Background: an optimization exercise with open tools, aiming at small area and a short achievable clock period. Do not read the settings as production practice. No run shown here included a check of the RTL's function; only the layout flow was run. Power is estimated from default activity; no workload was simulated.

==> flow/design.v, too long to show whole: its modules and the start of the top module <==
// module ce_dalu: 262 lines
// module ce_dalu_mac: 910 lines
// module ce_dalu_add41: 120 lines
// module ce_dalu_add16: 99 lines
// module ce_dalu_inc16: 54 lines
// module ce_dalu_cmp16: 53 lines
module ce_dalu (
    input  wire        clk,
    input  wire        rst,          
    input  wire        ins_valid,    
    input  wire [31:0] ins,          
    input  wire [2:0]  rd_sel,       
    output wire [15:0] rd_data,
    output wire [39:0] acc,          
    output wire [4:0]  flags         
);
  // ...
==> flow/flow/run.sh <==
#!/bin/bash
# Standard layout, with these changes:
#  - synthesis: the standard synthesis script, sourcing a copy of ORFS's
#    synth.tcl whose only change is the ABC script (flow/abc.script);
#  - after synthesis, fapol2.py picks a polarity for every full adder so
#    that the netlist needs fewer inverters; the result is kept only if ABC
#    proves it equivalent to the synthesized netlist;
#  - plain buffers (not delay cells) on the ports;
#  - the resizer's timing repair asked for more setup slack than the
#    standard flow.
set -euo pipefail
W=$PWD
F=$W/flow
sed 's#^  log_cmd abc {\*}$abc_args$#  log_cmd abc -script '"$F"'/abc.script {*}[lrange $abc_args 2 end]#' \
    "$FLOW_HOME/scripts/synth.tcl" > "$W/synth_mine.tcl"
grep -q "abc.script" "$W/synth_mine.tcl"
sed 's#source $::env(SCRIPTS_DIR)/synth.tcl#source '"$W"'/synth_mine.tcl#' \
    "$W/synth_recipe.tcl" > "$W/synth_recipe_mine.tcl"
grep -q "synth_mine.tcl" "$W/synth_recipe_mine.tcl"
ARGS=(SYNTH_SCRIPT="$W/synth_recipe_mine.tcl"
      BUFFER_PORTS_ARGS="-buffer_cell sky130_fd_sc_hd__buf_2"
      SETUP_SLACK_MARGIN=10 TNS_END_PERCENT=0)
bash standard.sh "${ARGS[@]}" synth > make_synth.log 2>&1

# full-adder polarity clean-up, checked by ABC's combinational equivalence
R=$W/orfs/results/sky130hd/ce_dalu/base
LIB=$FLOW_HOME/platforms/sky130hd/lib/sky130_fd_sc_hd__tt_025C_1v80.lib
cp "$R/1_2_yosys.v" "$W/netlist_synth.v"
python3 "$F/fapol2.py" "$W/netlist_synth.v" "$W/netlist_fapol.v" > fapol.log 2>&1
for n in synth fapol; do
  cat > "$W/blif_$n.ys" <<EOY
read_liberty -ignore_miss_func $LIB
read_verilog $W/netlist_$n.v
hierarchy -top ce_dalu
flatten
opt_clean
techmap
opt -fast
dfflegalize -cell \$_DFF_P_ x
write_blif $W/netlist_$n.blif
EOY
  yosys -q -s "$W/blif_$n.ys" > "yosys_blif_$n.log" 2>&1
done
yosys-abc -c "cec $W/netlist_synth.blif $W/netlist_fapol.blif" > cec.log 2>&1 || true
if grep -q "Networks are equivalent" cec.log; then
  cp "$W/netlist_fapol.v" "$R/1_2_yosys.v"
  echo "fapol netlist used" >> fapol.log
else
  echo "fapol netlist NOT used" >> fapol.log
fi
bash standard.sh "${ARGS[@]}" finish > make.log 2>&1
==> flow/flow/abc.script <==
&get -n
&st
&dch -f
&nf -a -K 6 -R 1000
&put
topo
stime -c
buffer -c
upsize -c
dnsize -c
==> flow/flow/fapol2.py <==
#!/usr/bin/env python3
"""Full-adder polarity optimisation of a synthesized netlist.

A full adder is self-dual: FA(~a, ~b, ~c) = (~cout, ~sum).  Each full adder
may therefore work in true or in complemented polarity.  This pass picks a
polarity for every adder so that as few inverters as possible are needed
(one inverter per signal that some reader needs in the polarity opposite to
the one it is produced in), then rebuilds the inverters of the netlist
accordingly.  The function of the netlist is unchanged; registers and all
cells other than inverters and full adders' connections are left as they are.

Usage: fapol2.py in.v out.v [seed]
"""
import random
import re
import sys
from collections import defaultdict

FA = re.compile(r"sky130_fd_sc_hd__fa_\d+$")
INV = re.compile(r"sky130_fd_sc_hd__(inv|clkinv)_\d+$")
INV_CELL = "sky130_fd_sc_hd__inv_1"
OUTPUTS = {"X", "Y", "Q", "Q_N", "SUM", "COUT", "HI", "LO"}


def main(src, dst, seed=1):
    text = open(src).read()
    m = re.search(r"^module\s+\w+\s*\(.*?\);\n", text, re.S | re.M)
    head_end = m.end()
    end = text.rindex("endmodule")
    body = text[head_end:end]
    cell_re = re.compile(r"^  (sky130_fd_sc_hd__\w+)\s+(\S+)\s*\((.*?)\n  \);\n", re.S | re.M)
    decl_parts, cells, order = [], {}, []
    pos = 0
    for cm in cell_re.finditer(body):
        decl_parts.append(body[pos:cm.start()])
        pos = cm.end()
        pins = {pm.group(1): pm.group(2).strip()
                for pm in re.finditer(r"\.(\w+)\(([^()]*)\)", cm.group(3))}
        cells[cm.group(2)] = [cm.group(1), pins]
        order.append(cm.group(2))
    decl_parts.append(body[pos:])
    decls = "".join(decl_parts)
    if re.search(r"^\s*assign\b", decls, re.M):
        open(dst, "w").write(text)
        print("fapol2: netlist has assign statements, unchanged")
        return

    ports_out = set()
    for pm in re.finditer(r"^\s*output\s+(\[\d+:\d+\]\s*)?(\S+);", text[:head_end] + decls, re.M):
        rng, nm = pm.group(1), pm.group(2)
        if rng:
            hi, lo = map(int, re.findall(r"\d+", rng))
            ports_out.update(f"{nm}[{i}]" for i in range(min(hi, lo), max(hi, lo) + 1))
        else:
            ports_out.add(nm)

    driver = {}
    for name, (typ, pins) in cells.items():
        for p, n in pins.items():
            if p in OUTPUTS:
                driver[n] = (name, p)

    # inverters that can be rebuilt: not driving a port
    def rebuildable(c):
        typ, pins = cells[c]
        return INV.match(typ) is not None and pins["Y"] not in ports_out

    invs = {c for c in cells if rebuildable(c)}
    inv_in = {c: cells[c][1]["A"] for c in invs}
    ninv0 = sum(1 for c in cells if INV.match(cells[c][0]))

    def root(n):
        par = 0
        seen = 0
        while True:
            d = driver.get(n)
            if d is None or d[0] not in invs:
                return n, par
            n = inv_in[d[0]]
            par ^= 1
            seen += 1
            if seen > 1000:
                raise RuntimeError("inverter loop")

    fas = [c for c in order if FA.match(cells[c][0])]
    fa_idx = {f: i for i, f in enumerate(fas)}
    # producer of each root: FA index or None
    prod = {}
    for f in fas:
        for q in ("COUT", "SUM"):
            prod[cells[f][1][q]] = fa_idx[f]
    # demands: root -> list of (pol, fa index or None)
    dem = defaultdict(list)
    for name, (typ, pins) in cells.items():
        if name in invs:
            continue
        for p, n in pins.items():
            if p in OUTPUTS or not n:
                continue
            r, par = root(n)
            dem[r].append((par, fa_idx.get(name) if FA.match(typ) else None))
    for n in ports_out:
        if n in driver:
            r, par = root(n)
            dem[r].append((par, None))

    fixed = set()
    for f in fas:
        pins = cells[f][1]
        for q in ("COUT", "SUM"):
            if pins[q] in ports_out:
                fixed.add(fa_idx[f])
        for p in ("A", "B", "CIN"):
            if "'" in pins[p]:
                fixed.add(fa_idx[f])

    roots_of_fa = [set() for _ in fas]
    for r, lst in dem.items():
        if r in prod:
            roots_of_fa[prod[r]].add(r)
        for pol, fi in lst:
            if fi is not None:
                roots_of_fa[fi].add(r)
    for f in fas:
        for q in ("COUT", "SUM"):
            roots_of_fa[fa_idx[f]].add(cells[f][1][q])

    x = [0] * len(fas)

    def cost(r):
        P = x[prod[r]] if r in prod else 0
        for pol, fi in dem.get(r, ()):
            d = pol ^ (x[fi] if fi is not None else 0)
            if d != P:
                return 1
        return 0

    total = sum(cost(r) for r in dem)
    cost0 = total
    best, bestx = total, list(x)
    rnd = random.Random(seed)
    free = [i for i in range(len(fas)) if i not in fixed]
    T = 0.6
    for it in range(400):
        rnd.shuffle(free)
        for i in free:
            rs = roots_of_fa[i]
            before = sum(cost(r) for r in rs)
            x[i] ^= 1
            after = sum(cost(r) for r in rs)
            delta = after - before
            if delta <= 0 or rnd.random() < T ** delta * 0.05:
                total += delta
                if total < best:
                    best, bestx = total, list(x)
            else:
                x[i] ^= 1
        T *= 0.99
    x = bestx

    # rebuild: drop the rebuildable inverters, flip the chosen adders, and
    # add one inverter per root needed in the opposite polarity
    for c in invs:
        del cells[c]
    order = [c for c in order if c in cells]
    newid = [0]
    inv_net = {}

    def P_of(r):
        return x[prod[r]] if r in prod else 0

    def net_for(r, d):
        if d == P_of(r):
            return r
        if r not in inv_net:
            newid[0] += 1
            nm = f"fapol_n{newid[0]}"
            cells[f"fapol_i{newid[0]}"] = [INV_CELL, {"A": r, "Y": nm}]
            order.append(f"fapol_i{newid[0]}")
            inv_net[r] = nm
        return inv_net[r]

    for name in list(order):
        typ, pins = cells[name]
        if name.startswith("fapol_i"):
            continue
        fi = fa_idx.get(name) if FA.match(typ) else None
        for p, n in list(pins.items()):
            if p in OUTPUTS or not n:
                continue
            r, par = root(n)
            d = par ^ (x[fi] if fi is not None else 0)
            pins[p] = net_for(r, d)
    # ports driven through rebuilt inverters need a driver of their own
    for n in sorted(ports_out):
        d0 = driver.get(n)
        if d0 is None or d0[0] in cells:
            continue
        r, par = root(n)
        src = net_for(r, par)
        newid[0] += 1
        cells[f"fapol_b{newid[0]}"] = ["sky130_fd_sc_hd__buf_1", {"A": src, "X": n}]
        order.append(f"fapol_b{newid[0]}")

    ninv1 = sum(1 for c in cells if INV.match(cells[c][0]))

    used = set()
    for name in order:
        for n in cells[name][1].values():
            used.add(n)

    def fmt(n):
        return n + " " if n.startswith("\\") else n

    out = [text[:head_end], decls.rstrip("\n") + "\n"]
    for i in range(1, newid[0] + 1):
        if f"fapol_n{i}" in used:
            out.append(f"  wire fapol_n{i};\n")
    for name in order:
        typ, pins = cells[name]
        pl = ",\n".join(f"    .{p}({fmt(n)})" for p, n in pins.items())
        out.append(f"  {typ} {fmt(name)} (\n{pl}\n  );\n")
    out.append(text[end:])
    open(dst, "w").write("".join(out))
    print(f"fapol2: {len(fas)} full adders, {sum(x)} flipped, "
          f"inverters {ninv0} -> {ninv1} (model cost {cost0} -> {best})")


if __name__ == "__main__":
    main(sys.argv[1], sys.argv[2], int(sys.argv[3]) if len(sys.argv) > 3 else 1)
==> flow/standard.sh <==
#!/bin/bash
# synth_recipe.tcl (not shown) runs the flow's synth.tcl, then flattens the netlist and writes it again
# the make line also repeats each setting of config.mk as NAME=value (left out here)
make -C /OpenROAD-flow-scripts/flow DESIGN_CONFIG=/design/flow/config.mk WORK_HOME=/design/flow/orfs CLKGATE_MAP_FILE= SYNTH_SCRIPT=/design/flow/synth_recipe.tcl "${@:-finish}"
==> flow/config.mk <==
export PLATFORM = sky130hd
export DESIGN_NAME = ce_dalu
export DESIGN_NICKNAME = ce_dalu
export VERILOG_FILES = /design/flow/design.v
export SDC_FILE = /design/flow/constraint.sdc
export NUM_CORES = 8
export LEC_CHECK = 0
export ABC_AREA = 1
export CAP_MARGIN = 20
export CORE_MARGIN = 2
export CORE_UTILIZATION = 45
export CTS_BUF_LIST = sky130_fd_sc_hd__clkbuf_8
export CTS_CLUSTER_DIAMETER = 60
export CTS_CLUSTER_SIZE = 15
export SLEW_MARGIN = 20
==> flow/constraint.sdc <==
create_clock -name core_clock -period 20.0 [get_ports {clk}]
set_input_delay 4.0000 -clock core_clock [delete_from_list [all_inputs] [get_ports {clk}]]
set_output_delay 4.0000 -clock core_clock [all_outputs]
set_load 0.01 [all_outputs]
==> out/summary.json, run 1 <==
{
  "run_status": {"value": "finished clean"},
  "path_max_fanout": {"value": 7},
  "slew_hr": {"value": 0.188},
  "multi_input_combinational_cell_area": {"value": 18900, "unit": "um2"},
  "grt_use_met1": {"value": 0.558},
  "number_of_global_route_vias_before_repair": {"value": 26000},
  "timing.critical_path.slowest_cell_delay": {"value": 0.38, "unit": "ns"},
  "clk_latency": {"value": 0.66, "unit": "ns"},
  "dp.cells": {"value": 3832},
  "filler_cell_count": {"value": 5282},
  "average_footprint_of_a_synthesized_cell": {"value": 8.06, "unit": "um2"},
  "dpl.hpwl": {"value": 90300, "unit": "um"},
  "io_pins": {"value": 99},
  "gpl.final_weighted_congestion": {"value": 1.08},
  "power_switching_share": {"value": 0.577},
  "cp_data_arrival_time": {"value": 6.14, "unit": "ns"},
  "worst_ir_drop_vdd": {"value": 0.0975, "unit": "mV"},
  "wl": {"value": 125000, "unit": "um"},
  "mostFrequentLayoutCell": {"value": "sky130_fd_sc_hd__nand2_1"},
  "h-tree-depth": {"value": 1},
  "worstPathBufferInverterCount": {"value": 3},
  "period_share": {"value": 0.507},
  "vias_per_cell": {"value": 7.03},
  "num-multi-input-gates": {"value": 2474},
  "antenna_cells": {"value": 1},
  "drtIter0Drc": {"value": 5066},
  "largestPowerGroup": {"value": "combinational logic"},
  "worst_setup_path_startpoint": {"value": "cs_s[0]$_DFF_P_"}
}
==> module ce_dalu, before the edit <==
module ce_dalu (
    input  wire        clk,
    input  wire        rst,          
    input  wire        ins_valid,    
    input  wire [31:0] ins,          
    input  wire [2:0]  rd_sel,       
    output wire [15:0] rd_data,
    output wire [39:0] acc,          
    output wire [4:0]  flags         
);
    localparam [5:0] OP_LDI  = 6'h07, OP_MOV  = 6'h08, OP_MTS  = 6'h09;
    localparam [5:0] OP_MPY  = 6'h10, OP_MAC  = 6'h11, OP_MSU  = 6'h12;
    localparam [5:0] OP_MPYI = 6'h13, OP_MACI = 6'h14, OP_CLRA = 6'h15;
    localparam [5:0] OP_LDA  = 6'h16, OP_ADDA = 6'h17, OP_SUBA = 6'h18;
    localparam [5:0] OP_RND  = 6'h19, OP_SHRA = 6'h1A, OP_SHLA = 6'h1B;
    localparam [5:0] OP_ADD  = 6'h20, OP_SUB  = 6'h21, OP_ADDI = 6'h22;
    localparam [5:0] OP_AND  = 6'h23, OP_OR   = 6'h24, OP_XOR  = 6'h25;
    localparam [5:0] OP_SHL  = 6'h26, OP_SHR  = 6'h27, OP_CMP  = 6'h28;
    localparam [5:0] OP_CMPI = 6'h29, OP_MIN  = 6'h2A, OP_MAX  = 6'h2B;
    localparam [5:0] OP_LIM  = 6'h2C, OP_NEG  = 6'h2D, OP_ABS  = 6'h2E;
    reg [15:0] d0, d1, d2, d3, d4, d5, d6, d7;
    reg [40:0] cs_s, cs_c;                         
    reg        f_n, f_z, f_v, f_c, f_sat;
    reg        f_na, f_za, f_va;                   
    wire [40:0] acc_x;                             
    wire        acc_co;
    wire [40:0] acc_p, acc_g;
    ce_dalu_add41 u_accadd (.a(cs_s), .b(cs_c), .s(acc_x), .p(acc_p), .g(acc_g), .co(acc_co));
    wire [39:0] acc_r = acc_x[39:0];
    function [15:0] rdmux;
        input [2:0] s;
        input [15:0] r0, r1, r2, r3, r4, r5, r6, r7;
        begin
            rdmux = ({16{s == 3'd0}} & r0) | ({16{s == 3'd1}} & r1) |
                    ({16{s == 3'd2}} & r2) | ({16{s == 3'd3}} & r3) |
                    ({16{s == 3'd4}} & r4) | ({16{s == 3'd5}} & r5) |
                    ({16{s == 3'd6}} & r6) | ({16{s == 3'd7}} & r7);
        end
    endfunction
    wire [5:0]  op   = ins[31:26];
    wire [2:0]  fd   = ins[25:23];
    wire [2:0]  fa   = ins[22:20];
    wire [2:0]  fb   = ins[19:17];
    wire        s_r  = ins[16];
    wire        s_i  = ins[19];
    wire [15:0] imm  = ins[15:0];
    wire [15:0] da = rdmux(fa, d0, d1, d2, d3, d4, d5, d6, d7);
    wire [15:0] db = rdmux(fb, d0, d1, d2, d3, d4, d5, d6, d7);
    wire [15:0] dd = rdmux(fd, d0, d1, d2, d3, d4, d5, d6, d7);
    assign rd_data = rdmux(rd_sel, d0, d1, d2, d3, d4, d5, d6, d7);
    assign acc     = acc_r;
    assign flags   = {f_sat, f_c,
                      f_va ? (acc_x[40] ^ acc_x[39]) : f_v,
                      f_za ? (acc_r == 40'd0) : f_z,
                      f_na ? acc_r[39] : f_n};
    wire ex = ins_valid & ~rst;
    wire i_ldi  = (op == OP_LDI) & ~rst;
    wire i_mov  = (op == OP_MOV) & ~rst;
    wire i_mts  = (op == OP_MTS) & (ins[22:17] == 6'd24) & ~rst;
    wire i_mpy  = (op == OP_MPY) & ~rst;
    wire i_mac  = (op == OP_MAC) & ~rst;
    wire i_msu  = (op == OP_MSU) & ~rst;
    wire i_mpyi = (op == OP_MPYI) & ~rst;
    wire i_maci = (op == OP_MACI) & ~rst;
    wire i_clra = (op == OP_CLRA) & ~rst;
    wire i_lda  = (op == OP_LDA) & ~rst;
    wire i_adda = (op == OP_ADDA) & ~rst;
    wire i_suba = (op == OP_SUBA) & ~rst;
    wire i_rnd  = (op == OP_RND) & ~rst;
    wire i_shra = (op == OP_SHRA) & ~rst;
    wire i_shla = (op == OP_SHLA) & ~rst;
    wire i_add  = (op == OP_ADD) & ~rst;
    wire i_sub  = (op == OP_SUB) & ~rst;
    wire i_addi = (op == OP_ADDI) & ~rst;
    wire i_and  = (op == OP_AND) & ~rst;
    wire i_or   = (op == OP_OR) & ~rst;
    wire i_xor  = (op == OP_XOR) & ~rst;
    wire i_shl  = (op == OP_SHL) & ~rst;
    wire i_shr  = (op == OP_SHR) & ~rst;
    wire i_cmp  = (op == OP_CMP) & ~rst;
    wire i_cmpi = (op == OP_CMPI) & ~rst;
    wire i_min  = (op == OP_MIN) & ~rst;
    wire i_max  = (op == OP_MAX) & ~rst;
    wire i_lim  = (op == OP_LIM) & ~rst;
    wire i_neg  = (op == OP_NEG) & ~rst;
    wire i_abs  = (op == OP_ABS) & ~rst;
    wire g_mul = (i_mpy | i_mac | i_msu | i_mpyi | i_maci) & ins_valid;
    wire g_hi  = (i_lda | i_adda | i_suba) & ins_valid;
    wire g_acc = i_mpy | i_mac | i_msu | i_mpyi | i_maci | i_lda | i_adda | i_suba | i_clra;
    wire u_acc = (i_mac | i_msu | i_maci | i_adda | i_suba) & ins_valid;
    wire m_sub = i_msu | i_suba;
    wire m_x2  = i_mpy | i_mac | i_msu | g_hi;
    wire [16:0] mx = m_x2 ? {da, 1'b0} : {da[15], da};
    reg [7:0] b_one, b_two, b_neg;
    integer k;
    reg     b2, b1, b0;
    always @(*) begin
        for (k = 0; k < 8; k = k + 1) begin
            b2 = db[2*k+1];
            b1 = db[2*k];
            b0 = (k == 0) ? 1'b0 : db[2*k-1];
            b_one[k] = g_mul & (b1 ^ b0);
            b_two[k] = (g_mul & ((b2 & ~b1 & ~b0) | (~b2 & b1 & b0))) | (g_hi & (k == 7));
            b_neg[k] = (g_mul & (b2 ^ m_sub)) | (g_hi & (k == 7) & m_sub);
        end
    end
    function [39:0] rev40;
        input [39:0] x;
        integer j;
        begin
            for (j = 0; j < 40; j = j + 1) rev40[j] = x[39-j];
        end
    endfunction
    function [15:0] rev16;
        input [15:0] x;
        integer j;
        begin
            for (j = 0; j < 16; j = j + 1) rev16[j] = x[15-j];
        end
    endfunction
    wire        over39 = imm[5] & (imm[4] | imm[3]);
    wire [5:0]  amt_a  = over39 ? 6'd39 : imm[5:0];
    wire        sh_acc = i_shra | i_shla;
    wire [5:0]  sh_amt = sh_acc ? amt_a : {2'b00, imm[3:0]};
    wire [39:0] acc_rv = rev40(acc_r);
    wire [39:0] sh_in;
    assign sh_in[23:0]  = i_shla ? acc_rv[23:0] : i_shl ? {24{da[15]}} : acc_r[23:0];
    assign sh_in[39:24] = i_shla ? acc_rv[39:24] :
                          i_shr  ? da :
                          i_shl  ? rev16(da) : acc_r[39:24];
    wire        sh_fill = i_shra ? acc_r[39] : (i_shr & ~imm[4] & da[15]);
    wire [39:0] sh_1   = sh_amt[0] ? {sh_fill, sh_in[39:1]} : sh_in;
    wire [39:0] sh_2   = sh_amt[1] ? {{2{sh_fill}}, sh_1[39:2]} : sh_1;
    wire [39:0] sh_3   = sh_amt[2] ? {{4{sh_fill}}, sh_2[39:4]} : sh_2;
    wire [39:0] sh_4   = sh_amt[3] ? {{8{sh_fill}}, sh_3[39:8]} : sh_3;
    wire [39:0] sh_5   = sh_amt[4] ? {{16{sh_fill}}, sh_4[39:16]} : sh_4;
    wire [39:0] sh_out = sh_amt[5] ? {{32{sh_fill}}, sh_5[39:32]} : sh_5;
    wire [39:0] acc_shf = i_shla ? rev40(sh_out) : sh_out;
    wire        a_sh   = sh_acc & ins_valid;
    wire        a_keep = ~rst & ~(ins_valid & (g_acc | sh_acc));
    wire [40:0] a_op = ({41{u_acc}} & {acc_r[39], acc_r}) |
                       ({41{a_sh}} & {acc_shf[39], acc_shf}) |
                       ({41{a_keep}} & acc_x);
    wire [40:0] t_s, t_c;
    ce_dalu_mac u_mac (.x(mx), .one(b_one), .two(b_two), .neg(b_neg),
                       .a(a_op), .s0(t_s), .s1(t_c));
    reg  [39:0] ga;
    integer q;
    always @(*) begin
        ga[39] = 1'b0;
        for (q = 38; q >= 0; q = q - 1)
            ga[q] = ga[q+1] | (acc_r[q] ^ acc_r[39]);
    end
    wire shla_v = ga[6'd39 - amt_a];
    wire        shl_ovf = ~((&sh_out[24:9]) | ~(|sh_out[24:9]));
    wire [15:0] shl_raw = rev16(sh_out[39:24]);
    wire [15:0] r_shl   = (shl_ovf & s_i) ? {da[15], {15{~da[15]}}} : shl_raw;
    wire [15:0] r_shr   = sh_out[39:24];
    wire [15:0] rnd_v;
    wire [15:0] rnd_p, rnd_g;
    wire        rnd_co;
    ce_dalu_inc16 u_rnd (.a(acc_r[31:16]), .b(16'd0), .ci(acc_r[15]),
                         .s(rnd_v), .p(rnd_p), .g(rnd_g), .co(rnd_co));
    wire        r_ones  = &acc_r[30:15];
    wire        rnd_hi  = ~acc_r[39] & ((|acc_r[38:31]) | r_ones);
    wire        rnd_lo  =  acc_r[39] & ~(&acc_r[38:31]) &
                          ~((&acc_r[38:32]) & ~acc_r[31] & r_ones);
    wire        rnd_sat = s_r & (rnd_hi | rnd_lo);
    wire [15:0] r_rnd   = rnd_sat ? {rnd_lo, {15{rnd_hi}}} : rnd_v;
    wire a_zero = i_neg | i_abs | i_ldi;
    wire a_imm  = i_addi | i_cmpi | i_ldi;
    wire a_inv  = i_sub | i_cmp | i_cmpi | i_neg | i_min | i_max | i_lim;
    wire a_cin  = a_inv | (i_abs & da[15]);
    wire [15:0] al  = a_zero ? 16'd0 : da;
    wire [15:0] ar0 = a_imm ? imm :
                      i_abs ? (da ^ {16{da[15]}}) :
                      i_neg ? da : db;
    wire [15:0] ar  = ar0 ^ {16{a_inv}};
    wire [15:0] asum, a_p, a_g;
    wire        a_c16;
    ce_dalu_add16 u_alu (.a(al), .b(ar), .ci(a_cin), .s(asum), .p(a_p), .g(a_g), .co(a_c16));
    wire        a_x16 = al[15] ^ ar[15] ^ a_c16;           
    wire        a_ovf = a_x16 ^ asum[15];
    wire        a_s   = (i_addi ? s_i : s_r) & ~(i_cmp | i_cmpi);
    wire [15:0] r_add = (a_ovf & a_s) ? {a_x16, {15{~a_x16}}} : asum;
    wire [15:0] a_k   = al | ar;
    wire        a_z   = &(~(a_p ^ {a_k[14:0], a_cin}));
    wire        z_add = a_z & ~(a_s & al[15] & ar[15]);
    wire        c_alu = (i_add | i_addi) ? a_c16 : ~a_c16;
    wire [15:0] c1_s, c1_p, c1_g, c2_s, c2_p, c2_g;
    wire        c1_co, c2_co;
    ce_dalu_cmp16 u_cmp1 (.a({~dd[15], dd[14:0]}), .b({da[15], ~da[14:0]}), .ci(1'b1),
                          .s(c1_s), .p(c1_p), .g(c1_g), .co(c1_co));
    ce_dalu_cmp16 u_cmp2 (.a({~db[15], db[14:0]}), .b({dd[15], ~dd[14:0]}), .ci(1'b1),
                          .s(c2_s), .p(c2_p), .g(c2_g), .co(c2_co));
    wire lt_ab = a_x16;                                     
    wire lt_da = ~c1_co;                                    
    wire gt_db = ~c2_co;                                    
    wire gt_ab = ~lt_ab & (asum != 16'd0);                  
    wire sel_a = i_mov | (i_min & lt_ab) | (i_max & ~lt_ab) | (i_lim & ~gt_ab & lt_da);
    wire sel_b = (i_min & ~lt_ab) | (i_max & lt_ab) | (i_lim & (gt_ab | (~lt_da & gt_db)));
    wire sel_d = i_lim & ~gt_ab & ~lt_da & ~gt_db;
    wire g_add = i_add | i_sub | i_addi | i_cmp | i_cmpi | i_neg | i_abs;
    wire [15:0] wd_m = ({16{sel_a}} & da) | ({16{sel_b}} & db) | ({16{sel_d}} & dd);
    wire [15:0] wd_x = ({16{i_rnd}} & r_rnd) |
                       ({16{i_and | i_or}} & a_g) |
                       ({16{i_or | i_xor}} & a_p) |
                       ({16{i_shl}} & r_shl) |
                       ({16{i_shr}} & r_shr);
    wire [15:0] wd   = ({16{g_add | i_ldi}} & r_add) | wd_m | wd_x;
    wire        z_m  = (sel_a & (da == 16'd0)) | (sel_b & (db == 16'd0)) |
                       (sel_d & (dd == 16'd0));
    wire        wd_z = (g_add & z_add) | ((i_min | i_max | i_lim) & z_m) |
                       ((i_rnd | i_and | i_or | i_xor | i_shl | i_shr) & (wd_x == 16'd0));
    wire wr_d = i_ldi | i_mov | i_rnd | i_add | i_sub | i_addi | i_and | i_or |
                i_xor | i_shl | i_shr | i_min | i_max | i_lim | i_neg | i_abs;
    wire [15:0] wdat = wd;
    wire        we   = ex & wr_d;
    always @(posedge clk) begin
        if (rst | (we & (fd == 3'd0))) d0 <= wdat;
        if (rst | (we & (fd == 3'd1))) d1 <= wdat;
        if (rst | (we & (fd == 3'd2))) d2 <= wdat;
        if (rst | (we & (fd == 3'd3))) d3 <= wdat;
        if (rst | (we & (fd == 3'd4))) d4 <= wdat;
        if (rst | (we & (fd == 3'd5))) d5 <= wdat;
        if (rst | (we & (fd == 3'd6))) d6 <= wdat;
        if (rst | (we & (fd == 3'd7))) d7 <= wdat;
    end
    always @(posedge clk) begin
        cs_s <= t_s;
        cs_c <= t_c;
    end
    wire g_nz16 = i_rnd | g_add | i_and | i_or | i_xor | i_shl | i_shr |
                  i_min | i_max | i_lim;
    wire v_upd16 = g_add | i_and | i_or | i_xor | i_shl | i_shr;
    wire v16 = (g_add & a_ovf) | (i_shl & shl_ovf);
    wire sat16 = (g_add & a_ovf & a_s) | (i_shl & shl_ovf & s_i) | (i_rnd & rnd_sat);
    wire c16 = (i_add | i_addi | i_sub | i_cmp | i_cmpi) & c_alu;
    always @(posedge clk) begin
        if (rst) begin
            f_n <= 1'b0; f_z <= 1'b0; f_v <= 1'b0; f_c <= 1'b0; f_sat <= 1'b0;
            f_na <= 1'b0; f_za <= 1'b0; f_va <= 1'b0;
        end else if (ex) begin
            if (i_mts) begin
                f_n <= dd[0]; f_z <= dd[1]; f_v <= dd[2]; f_c <= dd[3]; f_sat <= dd[4];
                f_na <= 1'b0; f_za <= 1'b0; f_va <= 1'b0;
            end else if (g_acc) begin
                f_na <= 1'b1; f_za <= 1'b1; f_va <= 1'b1; f_c <= 1'b0;
            end else if (sh_acc) begin
                f_na <= 1'b1; f_za <= 1'b1; f_va <= 1'b0; f_c <= 1'b0;
                f_v <= i_shla & shla_v;
            end else if (g_nz16) begin
                f_n <= wd[15]; f_z <= wd_z; f_c <= c16;
                f_na <= 1'b0; f_za <= 1'b0;
                if (v_upd16) begin
                    f_v <= v16; f_va <= 1'b0;
                end
                if (sat16) f_sat <= 1'b1;
            end
        end
    end
endmodule
==> inputs of run 2 (changes only) <==
--- a/flow/design.v
+++ b/flow/design.v
@@ -212,5 +212,6 @@
                        (sel_d & (dd == 16'd0));
     wire        wd_z = (g_add & z_add) | ((i_min | i_max | i_lim) & z_m) |
-                       ((i_rnd | i_and | i_or | i_xor | i_shl | i_shr) & (wd_x == 16'd0));
+                       (i_shl & (shl_raw == 16'd0) & (~s_i | (da == 16'd0))) |
+                       ((i_rnd | i_and | i_or | i_xor | i_shr) & (wd_x == 16'd0));
     wire wr_d = i_ldi | i_mov | i_rnd | i_add | i_sub | i_addi | i_and | i_or |
                 i_xor | i_shl | i_shr | i_min | i_max | i_lim | i_neg | i_abs;
==> out/summary.json, run 2 <==
{
  "wl": {"value": 123000, "unit": "um", "change": "-1.3%"},
  "clock-root-buffer": {"value": "sky130_fd_sc_hd__clkbuf_8"},
  "grt_use_met3": {"value": 0.119},
  "synth_area": {"value": 25400, "unit": "um2"},
  "worst_ir_drop_vdd": {"value": 0.0973, "unit": "mV", "change": "-0.23%"},
  "number_of_global_route_vias_before_repair": {"value": 26600, "change": "+2.5%"},
  "cts.sink_count": {"value": 210},
  "dieHeight": {"value": 242, "unit": "um"},
  "gpl.final_weighted_congestion": {"value": 1.06, "change": "-1.8%"},
  "top_register": {"value": "cs_s"},
  "routedWlPerCell": {"value": 30.6, "unit": "um"},
  "crit_required": {"value": 20.28, "unit": "ns"},
  "largest_registers": {"value": "cs_s: 41 flops, cs_c: 34 flops"},
  "slew_hr": {"value": 0.163, "change": "-0.0252"},
  "power.density_cell_area": {"value": 145, "unit": "nW/um2"},
  "critPathMostFrequentCell": {"value": "sky130_fd_sc_hd__a21oi_2"},
  "timing.critical_path.slowest_cell_delay": {"value": 0.45, "unit": "ns", "change": "+0.07 ns"},
  "globalRouteOverflowTotal": {"value": 0},
  "sequential_cell_area": {"value": 5490, "unit": "um2"},
  "grt_use_met1": {"value": 0.544, "change": "-0.0142"},
  "final_cell_mix": {"value": "sky130_fd_sc_hd__nand2_1 (330), sky130_fd_sc_hd__a21oi_1 (242), sky130_fd_sc_hd__nor2_1 (236)"},
  "num-nets-final": {"value": 3567},
  "cellLeakagePower": {"value": 12.1, "unit": "nW"},
  "fp.dieW": {"value": 242, "unit": "um"},
  "design.die.area": {"value": 58400, "unit": "um2"},
  "vias_per_cell": {"value": 6.91, "change": "-1.7%"},
  "filler_cell_count": {"value": 5393, "change": "+2.1%"},
  "largest_register_ffs": {"value": 41},
  "area.growth.synth_to_final": {"value": 14.4, "unit": "%"},
  "cts_tree": {"value": "yes"},
  "met2_track_demand_over_resource": {"value": 0.607},
  "dr.pass1.iters": {"value": 13},
  "grt_max_degree": {"value": 88},
  "worstMarginPinSlew": {"value": 1.25, "unit": "ns"},
  "grt_antenna_before_repair": {"value": 9},
  "fraction_of_layout_cells_with_a_size_suffix_above_1": {"value": 0.161},
  "drc_errors": {"value": 0},
  "max_transition_viols_final": {"value": 0},
  "dpl.hpwl": {"value": 90500, "unit": "um", "change": "+0.17%"},
  "synthesis.yosys.warnings": {"value": 1},
  "cp_data_arrival_time": {"value": 10.38, "unit": "ns", "change": "+4.24 ns"},
  "h-tree-depth": {"value": 1, "change": "unchanged"},
  "drtIter0Drc": {"value": 4699, "change": "-7.2%"},
  "crit_path_top_delay_cell": {"value": "sky130_fd_sc_hd__or4_4"},
  "rsz0062_at_grt": {"value": "yes"},
  "top_usage_layer": {"value": "met2"},
  "finalClockSkew": {"value": 0.0935, "unit": "ns"},
  "clk_latency": {"value": 0.68, "unit": "ns", "change": "+0.02 ns"},
  "portBuffers": {"value": 98},
  "synth.net_count": {"value": 3460},
  "finalWorstPathRequiredPeriod": {"value": 10.10, "unit": "ns"},
  "drv.max_cap_violation_count": {"value": 0},
  "worstHoldPathType": {"value": "reg -> reg"},
  "max_freq": {"value": 99.0, "unit": "MHz"},
  "path_max_fanout": {"value": 8, "change": "+1"},
  "clock_path_buffers": {"value": 3},
  "clkTransAtPathRegs": {"value": 0.08, "unit": "ns"},
  "setup_viol": {"value": 0},
  "finalHoldViolCount": {"value": 0},
  "final_core_utilization": {"value": 0.519},
  "via_count": {"value": 27900},
  "crit_path_end_kind": {"value": "flip-flop"},
  "postRouteAntennaNets": {"value": 0},
  "grt_pass1_wl": {"value": 180000, "unit": "um"},
  "cts-buffers-inserted": {"value": 25},
  "timing.setup.critical_path_class": {"value": "in -> reg"},
  "syn_inst": {"value": 3145},
  "mostFrequentLayoutCell": {"value": "sky130_fd_sc_hd__nand2_1"},
  "grtUsageTotal": {"value": 0.407},
  "io_pins": {"value": 99, "change": "unchanged"},
  "multi_input_combinational_cell_area": {"value": 19000, "unit": "um2", "change": "+0.55%"},
  "timing.critical_path.from_type": {"value": "primary input"},
  "fin_setup_tns": {"value": 0, "unit": "ns"},
  "initial_core_utilization": {"value": 0.453},
  "std_cell_rows": {"value": 87},
  "run_status": {"value": "finished clean"},
  "average_footprint_of_a_synthesized_cell": {"value": 8.08, "unit": "um2", "change": "+0.21%"},
  "placeableCoreArea": {"value": 56100, "unit": "um2"},
  "period_share": {"value": 0.505, "change": "-0.00176"}
}
## run 2: critical path, delay by kind of cell
family          cells  cell delay, ns
xor+xnor            2            0.28
simple gates       10            1.54
fa+ha+maj           2            0.75
buf+inv             4            0.72
compound gates     17            3.05
## run 2: cell type report
type                    instances  share of cell area
flip-flops and latches        210               0.189
inverters                     201              0.0263
clock buffers                  26              0.0123
well taps                     756              0.0325
repair inverters                1            0.000172
multi-input cells            2499               0.655
clock inverters                20             0.00788
diodes                          7            0.000603
repair buffers                314              0.0762
## run 2: repair_timing
item                                    in CTS  in global routing
buffers inserted                            60                 21
resized for setup                           78                 45
pin swaps                                   46                 24
endpoints found under the setup margin     150                135
hold buffers                                 0                  0
gates cloned                                 2                  2
## run 2: path summary, 6_finish.rpt
path	start	endpoint	slack [ns]	cells after the start
setup / recovery	ins[20]	d3[7]$_DFFE_PP_	9.90	35
hold / removal	f_va$_SDFFE_PP0P_	f_va$_SDFFE_PP0P_	0.50	2
setup reg to reg	cs_c[0]$_DFF_P_	f_v$_SDFFE_PP0P_	10.30	51
hold reg to reg	f_va$_SDFFE_PP0P_	f_va$_SDFFE_PP0P_	0.50	2
## run 2: routing by layer
metal / vias to the layer above / part of all wire
met5: - / 0.00089
met4: 10 / 0.057
met3: 508 / 0.14
met2: 2183 / 0.42
met1: 13400 / 0.39
li1: 11800 / -
## run 2: report_power, final
part	internal, mW	total, mW	switching, mW
logic	1.01	3.06	2.04
clock network	0.160	0.357	0.197
registers	0.647	0.796	0.149
## run 2: through the flow
stage	total power, mW	hold slack [ns]	instance area (um2)	instances	setup slack, ns
after floorplan	2.35	0.457	25600	3145	9.94
after global placement	3.47	0.486	27200	3896	7.60
after detailed placement	3.50	0.487	27200	3896	7.45
after CTS	4.01	0.501	28700	4004	9.99
after global routing	4.39	0.541	29100	4028	9.73
final	4.21	0.502	29100	4034	9.90
==> inputs of run 3 (changes only) <==
--- a/flow/design.v
+++ b/flow/design.v
@@ -211,7 +211,17 @@
     wire        z_m  = (sel_a & (da == 16'd0)) | (sel_b & (db == 16'd0)) |
                        (sel_d & (dd == 16'd0));
+    reg  [15:0] m_ge, m_le;                     
+    integer mj;
+    always @(*) begin
+        for (mj = 0; mj < 16; mj = mj + 1) begin
+            m_ge[mj] = (mj >= imm[3:0]);
+            m_le[mj] = (mj + imm[3:0] <= 15);
+        end
+    end
+    wire        z_shr = ((da & m_ge) == 16'd0);
+    wire        z_shl = ((da & m_le) == 16'd0) & (~s_i | (da == 16'd0));
     wire        wd_z = (g_add & z_add) | ((i_min | i_max | i_lim) & z_m) |
-                       (i_shl & (shl_raw == 16'd0) & (~s_i | (da == 16'd0))) |
-                       ((i_rnd | i_and | i_or | i_xor | i_shr) & (wd_x == 16'd0));
+                       (i_shr & z_shr) | (i_shl & z_shl) |
+                       ((i_rnd | i_and | i_or | i_xor) & (wd_x == 16'd0));
     wire wr_d = i_ldi | i_mov | i_rnd | i_add | i_sub | i_addi | i_and | i_or |
                 i_xor | i_shl | i_shr | i_min | i_max | i_lim | i_neg | i_abs;
==> out/summary.json, run 3 <==
{
  "finalWorstPathRequiredPeriod": {"value": 9.95, "unit": "ns", "change": "-0.151 ns"},
  "ctsHoldBuffers": {"value": 0, "change": "unchanged"},
  "finalHoldViolCount": {"value": 0, "change": "unchanged"},
  "cts-buffers-inserted": {"value": 26, "change": "+4.0%"},
  "std_cell_rows": {"value": 88, "change": "+1.1%"},
  "grtUsageTotal": {"value": 0.403, "change": "-0.00401"},
  "final_cell_mix": {"value": "sky130_fd_sc_hd__nand2_1 (354), sky130_fd_sc_hd__nor2_1 (263), sky130_fd_sc_hd__a21oi_1 (247)"},
  "rsz0062_at_grt": {"value": "yes"},
  "drv.max_cap_violation_count": {"value": 0, "change": "unchanged"},
  "worst_r2r_startpoint": {"value": "cs_s[0]$_DFF_P_"},
  "gpl.final_weighted_congestion": {"value": 1.05, "change": "-0.96%"},
  "final_worst_setup_slack": {"value": 10.05, "unit": "ns", "change": "+0.151 ns"},
  "totalPowerFinal": {"value": 3.29, "unit": "mW", "change": "-22%"},
  "hold_path_startpoint": {"value": "f_va$_SDFFE_PP0P_"},
  "critPathMostFrequentCell": {"value": "sky130_fd_sc_hd__nor2_1"},
  "worstMarginPinSlew": {"value": 1.32, "unit": "ns", "change": "+0.0636 ns"},
  "r2r_end": {"value": "f_v$_SDFFE_PP0P_"},
  "timing.hold.worst_endpoint": {"value": "f_va$_SDFFE_PP0P_"},
  "average_footprint_of_a_synthesized_cell": {"value": 7.97, "unit": "um2", "change": "-1.4%"},
  "drtIter0Drc": {"value": 4921, "change": "+4.7%"},
  "design.die.area": {"value": 60000, "unit": "um2", "change": "+2.7%"},
  "drc_errors": {"value": 0, "change": "unchanged"},
  "num-nets-final": {"value": 3681, "change": "+3.2%"},
  "multi_input_combinational_cell_area": {"value": 19700, "unit": "um2", "change": "+3.2%"},
  "postRouteAntennaNets": {"value": 0, "change": "unchanged"},
  "clock_path_buffers": {"value": 3, "change": "unchanged"},
  "dr.pass1.iters": {"value": 15, "change": "+2"},
  "clkTransAtPathRegs": {"value": 0.08, "unit": "ns", "change": "about the same"},
  "fp.dieW": {"value": 245, "unit": "um", "change": "+1.3%"},
  "worstRegToRegCells": {"value": 51, "change": "unchanged"},
  "worst_setup_path_startpoint": {"value": "ins[20]"},
  "timing.setup.critical_path_class": {"value": "in -> reg"},
  "number_of_global_route_vias_before_repair": {"value": 27000, "change": "+1.6%"},
  "cp_data_arrival_time": {"value": 10.29, "unit": "ns", "change": "-0.09 ns"},
  "period_share": {"value": 0.498, "change": "-0.00754"},
  "largest_register_ffs": {"value": 41, "change": "unchanged"},
  "routedWlPerCell": {"value": 30.2, "unit": "um", "change": "-1.0%"},
  "globalRouteOverflowTotal": {"value": 0, "change": "unchanged"},
  "crit_path_top_delay_cell": {"value": "sky130_fd_sc_hd__a222oi_1"},
  "path_max_fanout": {"value": 15, "change": "+7"},
  "worst_ir_drop_vdd": {"value": 0.109, "unit": "mV", "change": "+12%"},
  "worstHoldPathType": {"value": "reg -> reg"},
  "dieHeight": {"value": 245, "unit": "um", "change": "+1.3%"},
  "synth_area": {"value": 26100, "unit": "um2", "change": "+2.8%"},
  "grt_antenna_before_repair": {"value": 3, "change": "-6"},
  "crit_path_end_kind": {"value": "flip-flop"},
  "placeableCoreArea": {"value": 57600, "unit": "um2", "change": "+2.7%"},
  "wl": {"value": 125000, "unit": "um", "change": "+1.4%"},
  "filler_cell_count": {"value": 5570, "change": "+3.3%"},
  "sequential_cell_area": {"value": 5490, "unit": "um2", "change": "unchanged"},
  "syn_inst": {"value": 3277, "change": "+4.2%"},
  "met2_track_demand_over_resource": {"value": 0.597, "change": "-0.00994"},
  "fraction_of_layout_cells_with_a_size_suffix_above_1": {"value": 0.154, "change": "-0.00695"},
  "area.growth.synth_to_final": {"value": 12.8, "unit": "%"},
  "hold_depth": {"value": 2, "change": "unchanged"},
  "timing.critical_path.from_type": {"value": "primary input"},
  "dpl-instance-area": {"value": 27700, "unit": "um2", "change": "+2.0%"},
  "slew_hr": {"value": 0.122, "change": "-0.0406"},
  "grt_max_degree": {"value": 87, "change": "-1.1%"},
  "cellLeakagePower": {"value": 12.1, "unit": "nW", "change": "-0.14%"},
  "top_usage_layer": {"value": "met2"},
  "portBuffers": {"value": 98, "change": "unchanged"},
  "setup_viol": {"value": 0, "change": "unchanged"},
  "power.density_cell_area": {"value": 112, "unit": "nW/um2", "change": "-23%"},
  "ff2ff_setup_slack": {"value": 10.39, "unit": "ns", "change": "+0.09 ns"},
  "io_pins": {"value": 99, "change": "unchanged"},
  "max_transition_viols_final": {"value": 0, "change": "unchanged"},
  "clock-root-buffer": {"value": "sky130_fd_sc_hd__clkbuf_8"},
  "grt_pass1_wl": {"value": 180000, "unit": "um", "change": "+0.18%"},
  "finalClockSkew": {"value": 0.0355, "unit": "ns", "change": "-0.0580 ns"},
  "synthesis.yosys.warnings": {"value": 1, "change": "unchanged"},
  "final_core_utilization": {"value": 0.512, "change": "-0.00689"},
  "cts.sink_count": {"value": 210, "change": "unchanged"},
  "synth.net_count": {"value": 3610, "change": "+4.3%"},
  "mostFrequentLayoutCell": {"value": "sky130_fd_sc_hd__nand2_1"},
  "vias_per_cell": {"value": 6.89, "change": "-0.27%"},
  "h-tree-depth": {"value": 1, "change": "unchanged"},
  "fin_area": {"value": 29500, "unit": "um2", "change": "+1.4%"},
  "clk_latency": {"value": 0.67, "unit": "ns", "change": "about the same"},
  "top_register": {"value": "cs_s"},
  "minimum_setup_slack_after_placement": {"value": 8.10, "unit": "ns", "change": "+0.652 ns"},
  "crit_required": {"value": 20.34, "unit": "ns", "change": "+0.06 ns"},
  "run_status": {"value": "finished clean"},
  "timing.critical_path.slowest_cell_delay": {"value": 0.46, "unit": "ns", "change": "about the same"},
  "initial_core_utilization": {"value": 0.454, "change": "about the same"},
  "via_count": {"value": 28500, "change": "+2.2%"},
  "grt_use_met3": {"value": 0.104, "change": "-0.0151"},
  "grt_use_met1": {"value": 0.537, "change": "-0.00637"},
  "fin_setup_tns": {"value": 0, "unit": "ns", "change": "unchanged"},
  "dpl.hpwl": {"value": 89200, "unit": "um", "change": "-1.4%"},
  "largest_registers": {"value": "cs_s: 41 flops, cs_c: 34 flops"},
  "cts_tree": {"value": "yes"},
  "max_freq": {"value": 100, "unit": "MHz", "change": "+1.5%"}
}
## run 3: area by class of cell
type	count	share of cell area
Antenna cell	1	0.0000849
Clock buffer	26	0.0121
Clock inverter	21	0.00684
Inverter	197	0.0257
Multi-Input combinational cell	2625	0.667
Sequential cell	210	0.186
Tap cell	765	0.0325
Timing Repair Buffer	288	0.0694
## run 3: how the worst max path moves through the flow
stage | end | slack, ns | cells past startpoint
3_3_place_gp | d0[12]$_DFFE_PP_ | 8.36 | 33
6_report | d6[8]$_DFFE_PP_ | 10.05 | 32
3_5_place_dp | f_n$_SDFFE_PP0P_ | 8.10 | 34
2_1_floorplan | f_z$_SDFFE_PP0P_ | 9.97 | 39
4_1_cts | d4[7]$_DFFE_PP_ | 9.99 | 33
5_1_grt | f_z$_SDFFE_PP0P_ | 9.82 | 35
## run 3: report_power, final
part           switching, mW  total (mW)  internal (mW)  leakage (nW)
Clock                  0.207       0.344          0.136         0.289
Sequential            0.0569       0.598          0.542          2.00
Combinational           1.60        2.35          0.749          9.79
Total                   1.87        3.29           1.43          12.1
## run 3: layer usage
layer,share of wire,vias up
met5,0,-
met4,0.065,0
met3,0.13,500
met2,0.42,2216
met1,0.39,13600
li1,-,12200
## run 3: timing repair
item,4_1_cts,5_1_grt
endpoints found under the setup margin,141,132
gates cloned,2,0
pin swaps,25,22
setup buffers,39,29
resized for setup,84,51
## run 3: critical path, delay by kind of cell
| family | cells | cell delay, ns |
|---|---|---|
| and+or+nand+nor | 10 | 1.26 |
| adders and majority gates | 1 | 0.42 |
| xor gates and xnor gates | 3 | 0.76 |
| AOI/OAI and AO/OA | 12 | 2.36 |
| buffers and inverters | 5 | 1.29 |
| muxes | 1 | 0.17 |
## run 3: through the flow
step | instances | hold slack [ns]
after floorplan | 3277 | 0.432
after CTS | 4102 | 0.501
after detailed placement | 4014 | 0.489
after global routing | 4133 | 0.529
after global placement | 4014 | 0.487
final | 4133 | 0.507
==> inputs of run 4 (changes only) <==
--- a/flow/flow/run.sh
+++ b/flow/flow/run.sh
@@ -2,5 +2,5 @@
 # Standard layout, with these changes:
 #  - synthesis: the standard synthesis script, sourcing a copy of ORFS's
-#    synth.tcl whose only change is the ABC script (flow/abc.script);
+#    synth.tcl whose only change is the ABC step (see below);
 #  - after synthesis, fapol2.py picks a polarity for every full adder so
 #    that the netlist needs fewer inverters; the result is kept only if ABC
@@ -12,11 +12,17 @@
 W=$PWD
 F=$W/flow
-sed 's#^  log_cmd abc {\*}$abc_args$#  log_cmd abc -script '"$F"'/abc.script {*}[lrange $abc_args 2 end]#' \
+# the ALU adder module is kept apart until the end of synthesis (as
+# SYNTH_KEEP_MODULES does), left out of full-adder extraction and mapped for
+# delay (flow/abc_fast.script); the rest is mapped with flow/abc.script
+FAST="ce_dalu_add16"
+sed 's#^  log_cmd abc {\*}$abc_args$#  log_cmd abc -script '"$F"'/abc.script {*}[lrange $abc_args 2 end] '"$FAST"' %% %n\n  log_cmd abc -script '"$F"'/abc_fast.script {*}[lrange $abc_args 2 end] '"$FAST"'#' \
     "$FLOW_HOME/scripts/synth.tcl" > "$W/synth_mine.tcl"
-grep -q "abc.script" "$W/synth_mine.tcl"
+sed -i 's#^  extract_fa {\*}\[dont_use_extract_fa_args\]$#  extract_fa {*}[dont_use_extract_fa_args] '"$FAST"' %% %n#' "$W/synth_mine.tcl"
+grep -q "abc_fast.script" "$W/synth_mine.tcl"
+grep -q "extract_fa .*%n" "$W/synth_mine.tcl"
 sed 's#source $::env(SCRIPTS_DIR)/synth.tcl#source '"$W"'/synth_mine.tcl#' \
     "$W/synth_recipe.tcl" > "$W/synth_recipe_mine.tcl"
 grep -q "synth_mine.tcl" "$W/synth_recipe_mine.tcl"
-ARGS=(SYNTH_SCRIPT="$W/synth_recipe_mine.tcl"
+ARGS=(SYNTH_SCRIPT="$W/synth_recipe_mine.tcl" SYNTH_KEEP_MODULES="$FAST"
       BUFFER_PORTS_ARGS="-buffer_cell sky130_fd_sc_hd__buf_2"
       SETUP_SLACK_MARGIN=10 TNS_END_PERCENT=0)
==> flow/flow/abc_fast.script (new file) <==
strash
dch -f
map -D 500
topo
stime -c
buffer -c
upsize -c -D 500
dnsize -c -D 500
==> out/summary.json, run 4 <==
{
  "dr.pass1.iters": {"value": 13, "change": "-2"},
  "fp.dieW": {"value": 248, "unit": "um", "change": "+1.3%"},
  "final_cell_mix": {"value": "sky130_fd_sc_hd__nand2_1 (375), sky130_fd_sc_hd__a21oi_1 (277), sky130_fd_sc_hd__nor2_1 (259)"},
  "top_usage_layer": {"value": "met2"},
  "via_count": {"value": 29100, "change": "+2.1%"},
  "initial_core_utilization": {"value": 0.455, "change": "+0.00148"},
  "wl": {"value": 129000, "unit": "um", "change": "+3.3%"},
  "timing.setup.critical_path_class": {"value": "in -> reg"},
  "dpl.hpwl": {"value": 94600, "unit": "um", "change": "+6.0%"},
  "num-nets-final": {"value": 3693, "change": "+0.33%"},
  "grt_antenna_before_repair": {"value": 6, "change": "+3"},
  "synth_area": {"value": 26800, "unit": "um2", "change": "+2.6%"},
  "max_transition_viols_final": {"value": 0, "change": "unchanged"},
  "synthesis.yosys.warnings": {"value": 1, "change": "unchanged"},
  "finalHoldViolCount": {"value": 0, "change": "unchanged"},
  "number_of_global_route_vias_before_repair": {"value": 27500, "change": "+1.7%"},
  "finalWorstPathRequiredPeriod": {"value": 9.90, "unit": "ns", "change": "-0.0522 ns"},
  "clkTransAtPathRegs": {"value": 0.08, "unit": "ns", "change": "about the same"},
  "period_share": {"value": 0.495, "change": "-0.00261"},
  "design.die.area": {"value": 61500, "unit": "um2", "change": "+2.6%"},
  "syn_inst": {"value": 3352, "change": "+2.3%"},
  "fin_area": {"value": 29700, "unit": "um2", "change": "+0.88%"},
  "vias_per_cell": {"value": 6.94, "change": "+0.73%"},
  "std_cell_rows": {"value": 89, "change": "+1.1%"},
  "routedWlPerCell": {"value": 30.8, "unit": "um", "change": "+1.9%"},
  "cp_data_arrival_time": {"value": 10.47, "unit": "ns", "change": "+0.18 ns"},
  "crit_required": {"value": 20.57, "unit": "ns", "change": "+0.23 ns"},
  "fraction_of_layout_cells_with_a_size_suffix_above_1": {"value": 0.155, "change": "+0.00106"},
  "worst_ir_drop_vdd": {"value": 0.118, "unit": "mV", "change": "+7.8%"},
  "setup_viol": {"value": 0, "change": "unchanged"},
  "ctsHoldBuffers": {"value": 0, "change": "unchanged"},
  "met2_track_demand_over_resource": {"value": 0.602, "change": "+0.00419"},
  "gpl.final_weighted_congestion": {"value": 1.08, "change": "+2.8%"},
  "largest_register_ffs": {"value": 41, "change": "unchanged"},
  "mostFrequentLayoutCell": {"value": "sky130_fd_sc_hd__nand2_1"},
  "worstMarginPinSlew": {"value": 1.33, "unit": "ns", "change": "+0.0120 ns"},
  "synth.net_count": {"value": 3646, "change": "+1.0%"},
  "fin_setup_tns": {"value": 0, "unit": "ns", "change": "unchanged"},
  "grt_use_met1": {"value": 0.552, "change": "+0.0144"},
  "cts-buffers-inserted": {"value": 25, "change": "-3.8%"},
  "postRouteAntennaNets": {"value": 0, "change": "unchanged"},
  "clk_latency": {"value": 0.65, "unit": "ns", "change": "-0.02 ns"},
  "run_status": {"value": "finished clean"},
  "drc_errors": {"value": 0, "change": "unchanged"},
  "grt_max_degree": {"value": 87, "change": "unchanged"},
  "clock_path_buffers": {"value": 3, "change": "unchanged"},
  "cellLeakagePower": {"value": 11.9, "unit": "nW", "change": "-1.1%"},
  "placeableCoreArea": {"value": 58900, "unit": "um2", "change": "+2.3%"},
  "slew_hr": {"value": 0.114, "change": "-0.00797"},
  "crit_path_end_kind": {"value": "flip-flop"},
  "final_worst_setup_slack": {"value": 10.10, "unit": "ns", "change": "+0.0522 ns"},
  "max_freq": {"value": 101, "unit": "MHz", "change": "+0.53%"},
  "area.growth.synth_to_final": {"value": 10.9, "unit": "%"},
  "finalClockSkew": {"value": 0.0667, "unit": "ns", "change": "+0.0311 ns"},
  "dieHeight": {"value": 248, "unit": "um", "change": "+1.3%"},
  "worstHoldPathType": {"value": "reg -> reg"},
  "minimum_setup_slack_after_placement": {"value": 8.82, "unit": "ns", "change": "+0.725 ns"},
  "io_pins": {"value": 99, "change": "unchanged"},
  "totalPowerFinal": {"value": 4.10, "unit": "mW", "change": "+24%"},
  "cts_tree": {"value": "yes"},
  "drv.max_cap_violation_count": {"value": 0, "change": "unchanged"},
  "dpl-instance-area": {"value": 28300, "unit": "um2", "change": "+2.0%"},
  "power.density_cell_area": {"value": 138, "unit": "nW/um2", "change": "+23%"},
  "largest_registers": {"value": "cs_s: 41 flops, cs_c: 34 flops"},
  "top_register": {"value": "cs_s"},
  "path_max_fanout": {"value": 18, "change": "+3"},
  "globalRouteOverflowTotal": {"value": 0, "change": "unchanged"},
  "final_core_utilization": {"value": 0.505, "change": "-0.00709"},
  "timing.critical_path.from_type": {"value": "primary input"},
  "clock-root-buffer": {"value": "sky130_fd_sc_hd__clkbuf_8"},
  "critPathMostFrequentCell": {"value": "sky130_fd_sc_hd__a21oi_1"},
  "rsz0062_at_grt": {"value": "yes"},
  "cts.sink_count": {"value": 210, "change": "unchanged"},
  "grt_pass1_wl": {"value": 185000, "unit": "um", "change": "+2.7%"},
  "crit_path_top_delay_cell": {"value": "sky130_fd_sc_hd__or4_1"},
  "drtIter0Drc": {"value": 4920, "change": "-0.020%"},
  "timing.critical_path.slowest_cell_delay": {"value": 0.56, "unit": "ns", "change": "+0.10 ns"},
  "portBuffers": {"value": 98, "change": "unchanged"},
  "h-tree-depth": {"value": 1, "change": "unchanged"},
  "grtUsageTotal": {"value": 0.410, "change": "+0.00673"},
  "average_footprint_of_a_synthesized_cell": {"value": 8.00, "unit": "um2", "change": "+0.33%"},
  "grt_use_met3": {"value": 0.105, "change": "+0.000843"}
}
run 4: path summary, 6_finish.rpt:
| check | startpoint | end | slack [ns] | cells past startpoint |
|---|---|---|---|---|
| worst max register to register | cs_s[0]$_DFF_P_ | f_v$_SDFFE_PP0P_ | 10.40 | 48 |
| worst max-delay path | ins[20] | f_z$_SDFFE_PP0P_ | 10.10 | 31 |
| worst min register to register | f_n$_SDFFE_PP0P_ | f_n$_SDFFE_PP0P_ | 0.49 | 2 |
| worst min-delay path | f_n$_SDFFE_PP0P_ | f_n$_SDFFE_PP0P_ | 0.49 | 2 |
run 4: power breakdown:
part           switching (mW)  internal, mW  leakage (nW)
Sequential              0.124         0.639          1.99
Combinational            2.04         0.949          9.67
Clock                   0.196         0.155         0.281
run 4: layer usage:
layer | up-vias | wire (um)
met5 | - | 26
met4 | 4 | 7900
met3 | 469 | 16100
met2 | 2136 | 53900
met1 | 14000 | 51300
li1 | 12400 | -
run 4: area by class of cell:
| type | instances | area (um2) |
|---|---|---|
| fillers | 5704 | 29200 |
| multi-input cells | 2711 | 20200 |
| flip-flops and latches | 210 | 5490 |
| repair buffers | 243 | 1710 |
| well taps | 773 | 967 |
| inverters | 208 | 796 |
| clock buffers | 25 | 344 |
| clock inverters | 18 | 219 |
| diodes | 2 | 5.00 |
run 4: worst max-delay path, delay by kind of cell:
kind | cells | cell delay, ns
AO/OA/AOI/OAI | 13 | 3.12
multiplexers | 4 | 0.67
AND/OR/NAND/NOR | 10 | 1.72
buffers and inverters | 4 | 0.90
run 4: what timing repair did:
action	4_1_cts	5_1_grt
pin swaps	6	21
setup buffers	6	30
resized for setup	24	73
setup endpoints to repair	143	138
cloned	2	2
run 4: per-stage QoR:
stage / cells / hold WS, ns
after detailed placement: 4104 / 0.462
final: 4190 / 0.486
after global routing: 4189 / 0.508
after floorplan: 3352 / 0.432
after CTS: 4155 / 0.474
after global placement: 4104 / 0.467
==> inputs of run 5 (changes only) <==
--- a/flow/flow/run.sh
+++ b/flow/flow/run.sh
@@ -26,5 +26,5 @@
 ARGS=(SYNTH_SCRIPT="$W/synth_recipe_mine.tcl" SYNTH_KEEP_MODULES="$FAST"
       BUFFER_PORTS_ARGS="-buffer_cell sky130_fd_sc_hd__buf_2"
-      SETUP_SLACK_MARGIN=10 TNS_END_PERCENT=0)
+      SETUP_SLACK_MARGIN=10 TNS_END_PERCENT=100)
 bash standard.sh "${ARGS[@]}" synth > make_synth.log 2>&1
 
==> out/summary.json, run 5 <==
{
  "initial_core_utilization": {"value": 0.455, "change": "unchanged"},
  "ff2ff_setup_slack": {"value": 10.40, "unit": "ns", "change": "about the same"},
  "fp.dieW": {"value": 248, "unit": "um", "change": "unchanged"},
  "max_freq": {"value": 101, "unit": "MHz", "change": "about the same"},
  "number_of_global_route_vias_before_repair": {"value": 27500, "change": "+0.17%"},
  "clkTransAtPathRegs": {"value": 0.08, "unit": "ns", "change": "about the same"},
  "io_pins": {"value": 99, "change": "unchanged"},
  "grt_use_met3": {"value": 0.106, "change": "+0.000754"},
  "top_register": {"value": "cs_s"},
  "routedWlPerCell": {"value": 30.9, "unit": "um", "change": "+0.21%"},
  "crit_required": {"value": 16.00, "unit": "ns", "change": "-4.57 ns"},
  "mostFrequentLayoutCell": {"value": "sky130_fd_sc_hd__nand2_1"},
  "filler_cell_count": {"value": 5718, "change": "+0.25%"},
  "placeableCoreArea": {"value": 58900, "unit": "um2", "change": "unchanged"},
  "dp.cells": {"value": 4104, "change": "unchanged"},
  "synth_area": {"value": 26800, "unit": "um2", "change": "unchanged"},
  "worstMarginPinSlew": {"value": 1.32, "unit": "ns", "change": "-0.00699 ns"},
  "grt_pass1_wl": {"value": 186000, "unit": "um", "change": "+0.43%"},
  "largest_register_ffs": {"value": 41, "change": "unchanged"},
  "crit_path_end_kind": {"value": "output pin"},
  "synthesis.yosys.warnings": {"value": 1, "change": "unchanged"},
  "final_core_utilization": {"value": 0.507, "change": "+0.00261"},
  "finalClockSkew": {"value": 0.0676, "unit": "ns", "change": "+0.000946 ns"},
  "rsz0062_at_grt": {"value": "yes"},
  "drv.max_cap_violation_count": {"value": 0, "change": "unchanged"},
  "dr.pass1.iters": {"value": 14, "change": "+1"},
  "timing.setup.critical_path_class": {"value": "in -> out"},
  "worstHoldPathType": {"value": "reg -> reg"},
  "drtIter0Drc": {"value": 4911, "change": "-0.18%"},
  "grt_max_degree": {"value": 87, "change": "unchanged"},
  "cts-buffers-inserted": {"value": 25, "change": "unchanged"},
  "worst_ir_drop_vdd": {"value": 0.118, "unit": "mV", "change": "about the same"},
  "finalWorstPathRequiredPeriod": {"value": 9.90, "unit": "ns", "change": "-0.00350 ns"},
  "postRouteAntennaNets": {"value": 0, "change": "unchanged"},
  "final_cell_mix": {"value": "sky130_fd_sc_hd__nand2_1 (375), sky130_fd_sc_hd__a21oi_1 (274), sky130_fd_sc_hd__nor2_1 (258)"},
  "fin_setup_tns": {"value": 0, "unit": "ns", "change": "unchanged"},
  "portBuffers": {"value": 98, "change": "unchanged"},
  "h-tree-depth": {"value": 1, "change": "unchanged"},
  "slew_hr": {"value": 0.109, "change": "-0.00465"},
  "num-nets-final": {"value": 3698, "change": "+0.14%"},
  "std_cell_rows": {"value": 89, "change": "unchanged"},
  "path_max_fanout": {"value": 16, "change": "-2"},
  "clock-root-buffer": {"value": "sky130_fd_sc_hd__clkbuf_8"},
  "dieHeight": {"value": 248, "unit": "um", "change": "unchanged"},
  "cts.sink_count": {"value": 210, "change": "unchanged"},
  "grtUsageTotal": {"value": 0.411, "change": "+0.00185"},
  "fraction_of_layout_cells_with_a_size_suffix_above_1": {"value": 0.159, "change": "+0.00474"},
  "grt_antenna_before_repair": {"value": 4, "change": "-2"},
  "top_usage_layer": {"value": "met2"},
  "cp_data_arrival_time": {"value": 5.90, "unit": "ns", "change": "-4.57 ns"},
  "design.die.area": {"value": 61500, "unit": "um2", "change": "unchanged"},
  "grt_use_met1": {"value": 0.553, "change": "+0.000612"},
  "syn_inst": {"value": 3352, "change": "unchanged"},
  "wl": {"value": 130000, "unit": "um", "change": "+0.35%"},
  "area.growth.synth_to_final": {"value": 11.5, "unit": "%"},
  "timing.critical_path.from_type": {"value": "primary input"},
  "clk_latency": {"value": 0.65, "unit": "ns", "change": "about the same"},
  "cts_tree": {"value": "yes"},
  "synth.net_count": {"value": 3646, "change": "unchanged"},
  "stdcell_count": {"value": 4196, "change": "+0.14%"},
  "minimum_setup_slack_after_placement": {"value": 8.82, "unit": "ns", "change": "unchanged"},
  "via_count": {"value": 29000, "change": "-0.31%"},
  "largest_registers": {"value": "cs_s: 41 flops, cs_c: 34 flops"},
  "vias_per_cell": {"value": 6.91, "change": "-0.45%"},
  "finalHoldViolCount": {"value": 0, "change": "unchanged"},
  "setup_viol": {"value": 0, "change": "unchanged"},
  "dpl.hpwl": {"value": 94600, "unit": "um", "change": "unchanged"},
  "run_status": {"value": "finished clean"},
  "power.density_cell_area": {"value": 138, "unit": "nW/um2", "change": "+0.16%"},
  "final_worst_setup_slack": {"value": 10.10, "unit": "ns", "change": "+0.00350 ns"},
  "ctsHoldBuffers": {"value": 0, "change": "unchanged"},
  "met2_track_demand_over_resource": {"value": 0.606, "change": "+0.00393"},
  "max_transition_viols_final": {"value": 0, "change": "unchanged"},
  "totalPowerFinal": {"value": 4.13, "unit": "mW", "change": "+0.68%"},
  "period_share": {"value": 0.495, "change": "about the same"},
  "clock_path_buffers": {"value": 3, "change": "unchanged"},
  "gpl.final_weighted_congestion": {"value": 1.08, "change": "unchanged"},
  "cellLeakagePower": {"value": 12.0, "unit": "nW", "change": "+0.31%"},
  "average_footprint_of_a_synthesized_cell": {"value": 8.00, "unit": "um2", "change": "unchanged"},
  "drc_errors": {"value": 0, "change": "unchanged"},
  "globalRouteOverflowTotal": {"value": 0, "change": "unchanged"}
}
==> run 5: layout make-up <==
cell class | count | area [um2] | share of cell area
antenna | 3 | 7.51 | 0.000251
clock buffer | 25 | 344 | 0.0115
clock inverter | 18 | 219 | 0.00733
inverter | 208 | 796 | 0.0266
multi-input combinational | 2711 | 20300 | 0.680
sequential | 210 | 5490 | 0.184
tap | 773 | 967 | 0.0324
timing repair buffer | 248 | 1750 | 0.0584
==> run 5: final timing paths <==
| path | startpoint | to | depth (start not counted) |
|---|---|---|---|
| worst max-delay path | rd_sel[1] | rd_data[11] | 7 |
| worst min-delay path | f_n$_SDFFE_PP0P_ | f_n$_SDFFE_PP0P_ | 2 |
| worst max register to register | cs_s[0]$_DFF_P_ | f_v$_SDFFE_PP0P_ | 48 |
| worst min register to register | f_n$_SDFFE_PP0P_ | f_n$_SDFFE_PP0P_ | 2 |
==> run 5: what timing repair did <==
item / 4_1_cts / 5_1_grt
hold endpoints to repair: 0 / 0
pin swaps: 10 / 27
gates resized for setup: 47 / 77
cloned: 2 / 2
buffers inserted: 17 / 24
setup endpoints to repair: 143 / 135
==> run 5: stage by stage <==
stage	cell area [um2]	hold WS, ns
final	29900	0.484
after CTS	29200	0.474
after floorplan	26800	0.432
after detailed placement	28300	0.462
after global placement	28200	0.467
after global routing	29900	0.508
==> run 5: power by group <==
| part | switching [mW] | internal, mW | leakage (nW) | total, mW |
|---|---|---|---|---|
| combinational | 2.06 | 0.958 | 9.71 | 3.02 |
| clock | 0.196 | 0.155 | 0.281 | 0.350 |
| sequential | 0.124 | 0.639 | 1.99 | 0.763 |
| total | 2.38 | 1.75 | 12.0 | 4.13 |
==> run 5: worst max-delay path, cell delays in order <==
cell and delay, ns:
sky130_fd_sc_hd__buf_2 0.22, sky130_fd_sc_hd__and3b_1 0.93, sky130_fd_sc_hd__a222oi_1 0.17, sky130_fd_sc_hd__inv_1 0.12
sky130_fd_sc_hd__a221oi_1 0.06, sky130_fd_sc_hd__nand2_1 0.21, sky130_fd_sc_hd__buf_2 0.17
==> run 5: metal layers <==
metal	wire length, um	vias up
met4	8410	4
met2	53700	2195
li1	-	12500
met5	25	-
met1	50700	13900
met3	16800	476

-- afterwards: timing with drivers on the ports --
How much do the figures lean on ideal ports? The routed layouts below were timed once more, with nothing changed but the port constraints.
Step 1 (the two cells are an assumption about what drives the block):
set clk [get_ports {clk}]
set_driving_cell -lib_cell sky130_fd_sc_hd__clkbuf_16 $clk
set_driving_cell -lib_cell sky130_fd_sc_hd__buf_2 [delete_from_list [all_inputs] $clk]
Step 2 times the ports against the registers' clock, not the clock port: input delays grow and output delays shrink by t, the midpoint of the rising clock arrivals with the driver on.
a / b / c = no drivers / after step 1 / after step 2; a / b = the first two.
| run | shift t [ns] | slack for setup (ns) | worst setup path after step 2 | pins driven straight from the clock port |
|---|---|---|---|---|
| run 1 | 0.680 | 9.861 / 9.805 / 9.242 | input to register | 1 |
| run 2 | 0.687 | 9.897 / 9.936 / 9.249 | input to register | 1 |
| run 3 | 0.708 | 10.048 / 9.999 / 9.364 | input to register | 1 |
| run 4 | 0.670 | 10.100 / 10.093 / 9.423 | input to register | 1 |
| run 5 | 0.673 | 10.103 / 10.075 / 9.586 | input to register | 1 |
After both steps setup and hold are still met in every run listed. For run 3, which loses most, drivers alone change the setup slack by -0.049 ns; drivers and shift together by -0.684 ns.
